This design comes from an exercise in tuning for small area, a short achievable clock period and few clock cycles on the open sky130 flow, not from production work. RTL that was checked went through simulation tests only; none was proved equivalent to the original. For run 1, only the layout was checked, not whether the RTL still works.

==> flow/design.v (outline; a module is shown in full before it is edited, if it fits) <==
// module digest_unit: 1449 lines
module digest_unit (
    input  wire        clk,
    input  wire        rst,
    input  wire        in_valid,
    output wire        in_ready,
    input  wire [63:0] in_data,
    input  wire [3:0]  in_nbytes,
    input  wire        in_last,
    input  wire [1:0]  in_alg,
    input  wire        in_expect,
    input  wire [63:0] in_cmp,
    output reg         out_valid,
    output reg  [63:0] out_digest,
    output reg         out_match,
    output reg         out_empty
);
  // ...
==> flow/flow/run.sh <==
#!/bin/bash
export SETUP_SLACK_MARGIN=5.8
export BUFFER_PORTS_ARGS="-buffer_cell sky130_fd_sc_hd__buf_2"
bash standard.sh > standard.log 2>&1
==> flow/standard.sh <==
#!/bin/bash
# synth_recipe.tcl (not shown) runs the flow's synth.tcl, then flattens the netlist and writes it again
# the make line also repeats each setting of config.mk as NAME=value (left out here)
make -C /OpenROAD-flow-scripts/flow DESIGN_CONFIG=/design/flow/config.mk WORK_HOME=/design/flow/orfs CLKGATE_MAP_FILE= SYNTH_SCRIPT=/design/flow/synth_recipe.tcl "${@:-finish}"
==> flow/config.mk <==
export PLATFORM = sky130hd
export DESIGN_NAME = digest_unit
export DESIGN_NICKNAME = digest_unit
export VERILOG_FILES = /design/flow/design.v
export SDC_FILE = /design/flow/constraint.sdc
export NUM_CORES = 4
export LEC_CHECK = 0
export CAP_MARGIN = 20
export CORE_MARGIN = 2
export CORE_UTILIZATION = 50
export SLEW_MARGIN = 20
==> flow/constraint.sdc <==
create_clock -name core_clock -period 10.0 [get_ports {clk}]
set_input_delay 2.0000 -clock core_clock [delete_from_list [all_inputs] [get_ports {clk}]]
set_output_delay 2.0000 -clock core_clock [all_outputs]
set_load 0.01 [all_outputs]
==> impl_metrics.json, run 1 <==
{
  "most-common-layout-cells": "xnor2_1 (1152), buf_4 (328), nand2_1 (289), a21oi_1 (279), xor2_1 (277)",
  "rr_worst_depth": 10,
  "syn_area_sq_um": 41600,
  "postCtsSetupBuffers": 158,
  "clock_skew_ns": 0.0327,
  "dr.pass1.iters": 9,
  "wl_met3_microns": 39800,
  "drtIter0Drc": 6992,
  "rows": 105,
  "regToRegSetupSlack_ns": 5.58,
  "cp-startpoint": "s[44]$_DFFE_PP_",
  "final_cell_area_sq_um": 49700,
  "yosys-top-cells-area": "xnor2_1 (25%), edfxtp_1 (14%), dfxtp_1 (8.4%), xor2_1 (6.1%), mux2i_1 (5.4%)",
  "holdCritPathClass": "flip-flop to flip-flop",
  "synth_compound_area_share_pct": 13.6,
  "nets": 5270,
  "synthAdderAreaFrac_pct": 7.23,
  "wl_microns": 221000,
  "status": "complete, no violations",
  "inv_count": 108,
  "cts_hold_buf": 0,
  "dp_hpwl_microns": 168000,
  "clk_pin_slew_ns": 0.07,
  "critPathMaxStageDelay_ns": 0.94,
  "initial_utilization_pct": 50.6,
  "cts.sink_count": 371,
  "use_met2_pct": 66.8,
  "synthArstFlopShare_pct": 0
}
==> inputs of run 2 (changes only) <==
--- a/flow/design.v
+++ b/flow/design.v
@@ -1436,14 +1436,16 @@
     always @(*) begin
         case (alg_r)
             2'd0:    fdig = {32'd0, ~sv[31:0]};
             2'd1:    fdig = byterev(sv);
             default: fdig = se ^ (se >> 33);
         endcase
     end
     always @(posedge clk) begin
-        out_valid  <= op_out && !rst;
-        out_digest <= fdig;
-        out_empty  <= empty_q;
-        out_match  <= exp_q && !empty_q && (fdig == cmp_q);
+        out_valid <= op_out && !rst;
+        if (op_out) begin
+            out_digest <= fdig;
+            out_empty  <= empty_q;
+            out_match  <= exp_q && !empty_q && (fdig == cmp_q);
+        end
     end
 endmodule
==> flow/flow/run.sh (replaced) <==
#!/bin/bash
export SETUP_SLACK_MARGIN=5.8
bash standard.sh > standard.log 2>&1
==> flow/config.mk (replaced) <==
export PLATFORM = sky130hd
export DESIGN_NAME = digest_unit
export DESIGN_NICKNAME = digest_unit
export VERILOG_FILES = /design/flow/design.v
export SDC_FILE = /design/flow/constraint.sdc
export NUM_CORES = 4
export LEC_CHECK = 0
export CAP_MARGIN = 20
export CORE_MARGIN = 2
export CORE_UTILIZATION = 40
export SLEW_MARGIN = 20
==> run 2 against run 1 <==
Critical endpoint is now s[28]$_DFFE_PP_; setup slack lost 0.080 ns; sequential share of layout area grew 0.75 points; first-iteration DRC count shrank 4.5%; utilization shrank 11 points; still clean; critical path type unchanged; critical path depth is the same; highest routed layer unchanged.
==> impl_metrics.json, run 2 <==
{
  "synth.avg_cell_area_sq_um": 9.19,
  "period_share_pct": 45.0,
  "dr_wl_met2_microns": 86900,
  "synth_nets": 4870,
  "hold_path_depth": 2,
  "clock_path_buffers": 3,
  "setup_tns_ns": 0,
  "yosys-top-cells-area": "xnor2_1 (27%), edfxtp_1 (19%), xor2_1 (5.9%), dfxtp_1 (5.2%), mux2i_1 (5.1%)",
  "rows": 118,
  "met1Wirelength_microns": 84100,
  "timing.rr.end": "s[28]$_DFFE_PP_",
  "worstPathArrival_ns": 4.83,
  "nets": 5257,
  "regToRegSetupSlack_ns": 5.50,
  "grt_pass1_vias": 35808,
  "clock.fmax_mhz": 222,
  "critPathKind": "flip-flop to flip-flop",
  "crit_fanout": 12,
  "worstPathRequired_ns": 10.34,
  "yosysMostFrequentCell": "xnor2_1",
  "overflow": 0,
  "routed_via_density": 6.21,
  "place_congestion": 1.12,
  "synth.top_cell.area_share_pct": 27.0,
  "wl_microns": 218000,
  "syn_inst": 4526,
  "multi_input_area_sq_um": 32000,
  "numCtsBuffers": 42,
  "utilization_pct": 49.5,
  "top_layer_used": "met5",
  "status": "complete, no violations",
  "end_kind": "flip-flop",
  "die_w_microns": 327,
  "ant_nets": 0,
  "holdCritPathClass": "flip-flop to flip-flop",
  "dpl_worst_slack_ns": 4.62,
  "place_inst": 6021,
  "dr.pass1.iters": 8,
  "hold_ws_ns": 0.517,
  "synth-main-ff-cell": "edfxtp_1",
  "worst_pin_slew_ns": 1.26,
  "synth_commonest_cells": "xnor2_1 (1281), nand2_1 (329), a21oi_1 (282), xor2_1 (282), edfxtp_1 (262)",
  "antenna_found_initial": 12,
  "cap_violations": 0,
  "grt_start_max_net_pins": 88,
  "rr_worst_depth": 10,
  "cts_tree": "yes",
  "ys_seq_elements": 371,
  "fp.dieArea_sq_um": 107000,
  "instances_no_fill": 6328,
  "syn2layout_area_growth_pct": 23.0,
  "num_io_pins": 207,
  "grt_use_total_pct": 39.2,
  "cts.sink_count": 371,
  "period_needed_ns": 4.50,
  "nFillCells": 9729,
  "num_vias": 39271,
  "synthArstFlopShare_pct": 0,
  "ys.warnings.count": 1,
  "r2r_start": "s[60]$_DFFE_PP_",
  "layout_commonest_cell": "xnor2_1",
  "synth_edf_count": 262,
  "drive_above_1_share_pct": 15.8,
  "grt_pass1_wl_microns": 292000,
  "clock_skew_ns": 0.0230,
  "dpl-instance-area_sq_um": 45800,
  "port_buffers": 206,
  "critPathLaunchType": "flip-flop",
  "dp_hpwl_microns": 165000,
  "drc_errors": 0,
  "syn_area_sq_um": 41600,
  "most-common-layout-cells": "xnor2_1 (1201), nand2_1 (322), buf_4 (290), a21oi_1 (270), xor2_1 (263)",
  "cts_root_buf": "clkbuf_16",
  "final.setup.worst_slack_ns": 5.50,
  "clk_latency_ns": 0.60,
  "setup_viol": 0,
  "hp-start": "n[29]$_SDFFE_PP0P_",
  "ys_seq_area_share_pct": 24.2,
  "wl_per_cell_microns": 34.4,
  "holdPathEnd": "n[29]$_SDFFE_PP0P_",
  "wl_met3_microns": 33500,
  "initial_utilization_pct": 40.3,
  "final_cell_area_sq_um": 51200,
  "rsz0062_at_grt": "yes",
  "slew_headroom_pct": 15.6,
  "yosysUniqueCellTypes": 80,
  "hold_viol": 0,
  "register_area_sq_um": 10100,
  "drtIter0Drc": 6675,
  "clk_pin_slew_ns": 0.06,
  "h-tree-depth": 2,
  "slew_viol_final": 0,
  "die_h_microns": 327,
  "synth_top_cell_by_area": "xnor2_1",
  "coreArea_sq_um": 103000
}
-- run 2: cell count changes after synthesis, sizes merged, moves of 11 or more --
cell / before / now
dfxtp: 175 / 109
edfxtp: 196 / 262
nand2: 291 / 329
xnor2: 1345 / 1373
nor2b: 42 / 22
xor2: 301 / 286
a211oi: 38 / 26
mux2i: 226 / 214
nand4: 29 / 41
o31ai: 4 / 15
-- run 2: critical path: stages (launching register included) --
cell	delay, ns
edfxtp_1	0.57
xnor2_2	0.23
buf_4	0.29
xnor2_4	0.59
xnor2_4	0.27
xnor2_1	0.52
xnor2_1	0.19
xor2_1	0.22
xnor2_2	0.56
o221ai_1	0.41
a221o_1	0.35
-- run 2: worst max path at each step --
stage,cells past startpoint,end,slack [ns],from
2_1_floorplan,15,s[27]$_DFFE_PP_,5.75,s[21]$_DFFE_PP_
3_3_place_gp,10,wbuf[1]$_DFFE_PP_,4.66,in_nbytes[1]
3_5_place_dp,10,wbuf[3]$_DFFE_PP_,4.62,in_nbytes[1]
4_1_cts,16,s[28]$_DFFE_PP_,5.72,s[7]$_DFFE_PP_
5_1_grt,10,s[28]$_DFFE_PP_,5.70,s[57]$_DFFE_PP_
6_report,10,s[28]$_DFFE_PP_,5.50,s[60]$_DFFE_PP_
-- run 2: cells by family (layout without fill, tap and decap cells) --
| logic type | Yosys count | after routing | share of synthesized area [%] |
|---|---|---|---|
| other | 0 | 3 | 0 |
| multiplexers | 220 | 220 | 5.31 |
| XOR/XNOR | 1663 | 1663 | 37.7 |
| flip-flops | 371 | 371 | 24.2 |
| adder cells (fa/ha/maj) | 213 | 213 | 7.22 |
| AND/OR/NAND/NOR | 841 | 841 | 9.01 |
| buffers and inverters | 345 | 764 | 3.42 |
| AO/OA/AOI/OAI | 873 | 873 | 13.2 |
-- run 2: final cells by class --
type	count	area share [%]
well taps	1380	3.37
inverters	117	0.956
clock inverters	17	0.232
multi-input cells	3810	62.6
clock buffers	59	2.34
repair buffers	571	10.9
diodes	3	0.0147
flip-flops and latches	371	19.7
-- run 2: per-layer routing --
| layer | global-route usage (%) | up-vias |
|---|---|---|
| met5 | 0 | - |
| met4 | 19.1 | 16 |
| met3 | 15.3 | 702 |
| met2 | 54.5 | 3052 |
| met1 | 52.6 | 19124 |
| li1 | - | 16377 |
-- run 2: repair_timing --
action	CTS	global route
cloned	0	1
setup buffers	126	101
hold endpoints to repair	0	0
setup endpoints to repair	198	142
resized for setup	182	244
hold buffers	0	0
pin swaps	27	43
Testbench counts of run 2, summed over its fixed seeds: cycles 10,044.

[what the ideal ports hide]
The flow's constraints put no driver on any port. The routed layouts listed below were extracted and timed again, unchanged, in two steps.
Step 1, drivers: a clkbuf_16 drives clk and a buf_2 each remaining input, both assumed.
Step 2, shift: input delay + t, output delay - t, t = (earliest + latest rising clock arrival at the registers) / 2. This alone moves slack from input paths to output paths.
a / b / c = ideal ports / drivers / drivers and shift; a / b = the first two.
run	t (ns)	setup WS [ns]	slew at the worst register clock pin (ns)
run 1	0.625	5.585 / 5.585 / 5.321	0.07 / 0.07
run 2	0.647	5.505 / 5.505 / 5.274	0.07 / 0.07
After both steps every run listed still meets setup and hold. The setup slack of run 1, which loses most, moves by 0.000 ns with the drivers and by -0.264 ns with both steps.
